This is an optimization exercise on Yosys and OpenROAD, whose aim is small area, a short achievable clock period and few clock cycles per item, not a production implementation. RTL that was checked went through simulation tests only; none was proved equivalent to the original. Power is estimated from default activity; no workload was simulated.

## run a
// stripe_parity
module stripe_parity (
    input  wire         clk,
    input  wire         rst,
    input  wire         in_valid,
    output wire         in_ready,
    input  wire [127:0] in_data,
    input  wire         in_last,
    output reg          out_valid,
    input  wire         out_ready,
    output wire [127:0] out_p0,
    output wire [127:0] out_p1,
    output wire [127:0] out_p2
);
    localparam NU = 58;
    localparam [NU-1:0] MU_0 = 58'h3813320604cc88f;
    localparam [31:0] NXT_0 = 32'hfe7ff54c;
    localparam [31:0] NXT_1 = 32'hfd15150f;
    localparam [31:0] NXT_2 = 32'h009d0eb3;
    localparam [31:0] NXT_3 = 32'hfc196bfc;
    localparam [31:0] NXT_4 = 32'h00b17edc;
    localparam [31:0] NXT_5 = 32'hfe07132d;
    localparam [31:0] NXT_6 = 32'h009ef88a;
    localparam [31:0] NXT_7 = 32'h0372a5f5;
    localparam [31:0] NXT_8 = 32'hfe67b0fa;
    localparam [31:0] NXT_9 = 32'h03efab46;
    localparam [31:0] NXT_10 = 32'hff6bce09;
    localparam [31:0] NXT_11 = 32'hfee10dc6;
    localparam [31:0] NXT_12 = 32'hfef94870;
    localparam [31:0] NXT_13 = 32'h037153cc;
    localparam [31:0] NXT_14 = 32'hfd75b6d8;
    localparam [31:0] NXT_15 = 32'h00e61eeb;
    localparam [31:0] NXT_16 = 32'h00fe5b5d;
    localparam [31:0] NXT_17 = 32'h002f8656;
    localparam [31:0] NXT_18 = 32'hfdc4c804;
    localparam [31:0] NXT_19 = 32'h00576037;
  ...
Size in the first run: roughly 520 I/O pins, about 45000 um2 of cells after synthesis.
==> flow/config.mk <==
export PLATFORM = sky130hd
export DESIGN_NAME = stripe_parity
export DESIGN_NICKNAME = stripe_parity
export VERILOG_FILES = /design/flow/design.v
export SDC_FILE = /design/flow/constraint.sdc
export NUM_CORES = 4
export LEC_CHECK = 0
export CAP_MARGIN = 20
export CORE_MARGIN = 2
export CORE_UTILIZATION = 50
export SLEW_MARGIN = 20
==> flow/constraint.sdc <==
create_clock -name core_clock -period 4.0 [get_ports {clk}]
set_input_delay 0.8000 -clock core_clock [delete_from_list [all_inputs] [get_ports {clk}]]
set_output_delay 0.8000 -clock core_clock [all_outputs]
set_load 0.01 [all_outputs]
standard.sh (not shown) runs the stock make flow with config.mk's settings and CLKGATE_MAP_FILE= SYNTH_SCRIPT=/design/flow/synth_recipe.tcl, a recipe that flattens the netlist after the stock synthesis.
==> flow/flow/run.sh <==
#!/bin/bash
# Standard layout, with plain buffers on the ports, a shallow clock tree of
# large leaf clusters and no dummy clock loads, and timing repair aimed below
# the clock period. make's output goes to standard.log; each ORFS step keeps
# its own log under orfs/logs/.
bash standard.sh \
    BUFFER_PORTS_ARGS="-buffer_cell sky130_fd_sc_hd__buf_2" \
    SETUP_SLACK_MARGIN=2.0 \
    CTS_ARGS="-sink_clustering_enable -repair_clock_nets -dont_use_dummy_load -buf_list sky130_fd_sc_hd__clkbuf_16 -sink_clustering_size 20 -sink_clustering_max_diameter 120" \
    finish > standard.log 2>&1
Run a completed; timing, DRC and antenna clean
For run b, these inputs were changed with respect to run a:
--- a/flow/design.v
+++ b/flow/design.v
@@ -267,19 +267,18 @@
             mat2[58] = u[55];
             mat2[59] = u[56];
             mat2[60] = u[57];
             mat2[61] = u[54];
             mat2[62] = u[51];
             mat2[63] = u[48];
         end
     endfunction
     reg  [27:0]   oh;        
-    reg  [27:0]   ohn;       
     reg           fresh;     
     reg  [NU-1:0] mu;        
     reg  [127:0]  acc0;      
     reg  [127:0]  acc1;
     reg  [127:0]  acc2;
     assign in_ready = !out_valid || out_ready;
     wire   take     = in_valid && in_ready;
     wire   clr      = fresh && in_ready;
     assign out_p0 = acc0;
@@ -299,43 +298,37 @@
                 for (n = 0; n < 8; n = n + 1) begin
                     t1[8*b+k] = t1[8*b+k] ^ (m1[8*n+k] & in_data[8*b+n]);
                     t2[8*b+k] = t2[8*b+k] ^ (m2[8*n+k] & in_data[8*b+n]);
                 end
             end
         t0 = in_data & {128{take}};
         t1 = t1 & {128{take}};
         t2 = t2 & {128{take}};
     end
-    wire [NU-1:0] mu_inc1 = mu_next(oh);
-    wire [NU-1:0] mu_inc2 = mu_next(~ohn);
-    wire [NU-1:0] mu_inc  = {mu_inc2[NU-1:NU/2], mu_inc1[NU/2-1:0]};
-    wire [27:0]   oh_inc  = {oh[27] | oh[26], oh[25:0], 1'b0};
-    wire [27:0]   ohn_inc = {ohn[27] & ohn[26], ohn[25:0], 1'b1};
+    wire [NU-1:0] mu_inc = mu_next(oh);
+    wire [27:0]   oh_inc = {oh[27] | oh[26], oh[25:0], 1'b0};
     always @(posedge clk) begin
         acc0 <= (acc0 & {128{!clr}}) ^ t0;
         acc1 <= (acc1 & {128{!clr}}) ^ t1;
         acc2 <= (acc2 & {128{!clr}}) ^ t2;
         if (rst) begin
             oh        <= 28'd1;
-            ohn       <= ~28'd1;
             mu        <= MU_0;
             fresh     <= 1'b1;
             out_valid <= 1'b0;
         end else begin
             if (out_valid && out_ready)
                 out_valid <= 1'b0;
             if (take) begin
                 fresh <= in_last;
                 if (in_last) begin
                     oh        <= 28'd1;
-                    ohn       <= ~28'd1;
                     mu        <= MU_0;
                     out_valid <= 1'b1;
                 end else begin
                     oh  <= oh_inc;
-                    ohn <= ohn_inc;
                     mu  <= mu_inc;
                 end
             end
         end
     end
 endmodule
Row synthesized-area fraction occupied by and/or/nand/nor cells: run b lower / run a higher. In the floorplan summary, run b is listed with a die area less than that of run a. Run comparison: run b capture point of the worst path mu[16]; run a capture point of the worst path mu[54]. On run b: non-clock buffer count is 4.6% lower than what run a gave. Taking run a as the reference, in run b met3 layer usage reported by global route rose by 2.6 points, synthesized area per cell rose by 1.2%, register bit total from synthesis fell by 28, minimum period implied by the final worst setup slack fell by 51 ps, area share of buffers outside the clock network fell by 0.73 points. Compared with run a, run b is the less power-hungry design. Met2 usage in global routing essentially unchanged between run a and run b. Measured against each other, run b and run a differ in static leakage, the higher figure coming from run a. Run b and run a ended up with nearly the same part of the power in combinational logic. Design internal power was lower in run b than in run a.
Testbench counts of run b, summed over its fixed seeds: cycles 25,705, items 25,697.
Function not checked in run a: the RTL went through the layout flow alone.

==> separate check: timing with driven ports <==
Ports are ideal in the flow. The routed layouts listed here were re-timed in OpenROAD. Step 1: set_driving_cell puts a clkbuf_16 on clk and a buf_2 on each other input, an assumption about the parent block. Step 2, shift: input delay + t, output delay - t, t = (earliest + latest rising clock arrival at the registers) / 2. This alone moves slack from input paths to output paths. Three values: no drivers, after step 1, after step 2; two values: the first two.
| run | t, ns | setup WS [ns] | worst setup path after step 2 |
|---|---|---|---|
| run a | 0.705 | 1.891 / 1.891 / 1.415 | input to register |
| run b | 0.716 | 1.942 / 1.918 / 1.347 | input to register |
After both steps every run listed still meets setup and hold. For run b, which loses most, drivers alone change the setup slack by -0.024 ns; drivers and shift together by -0.595 ns.
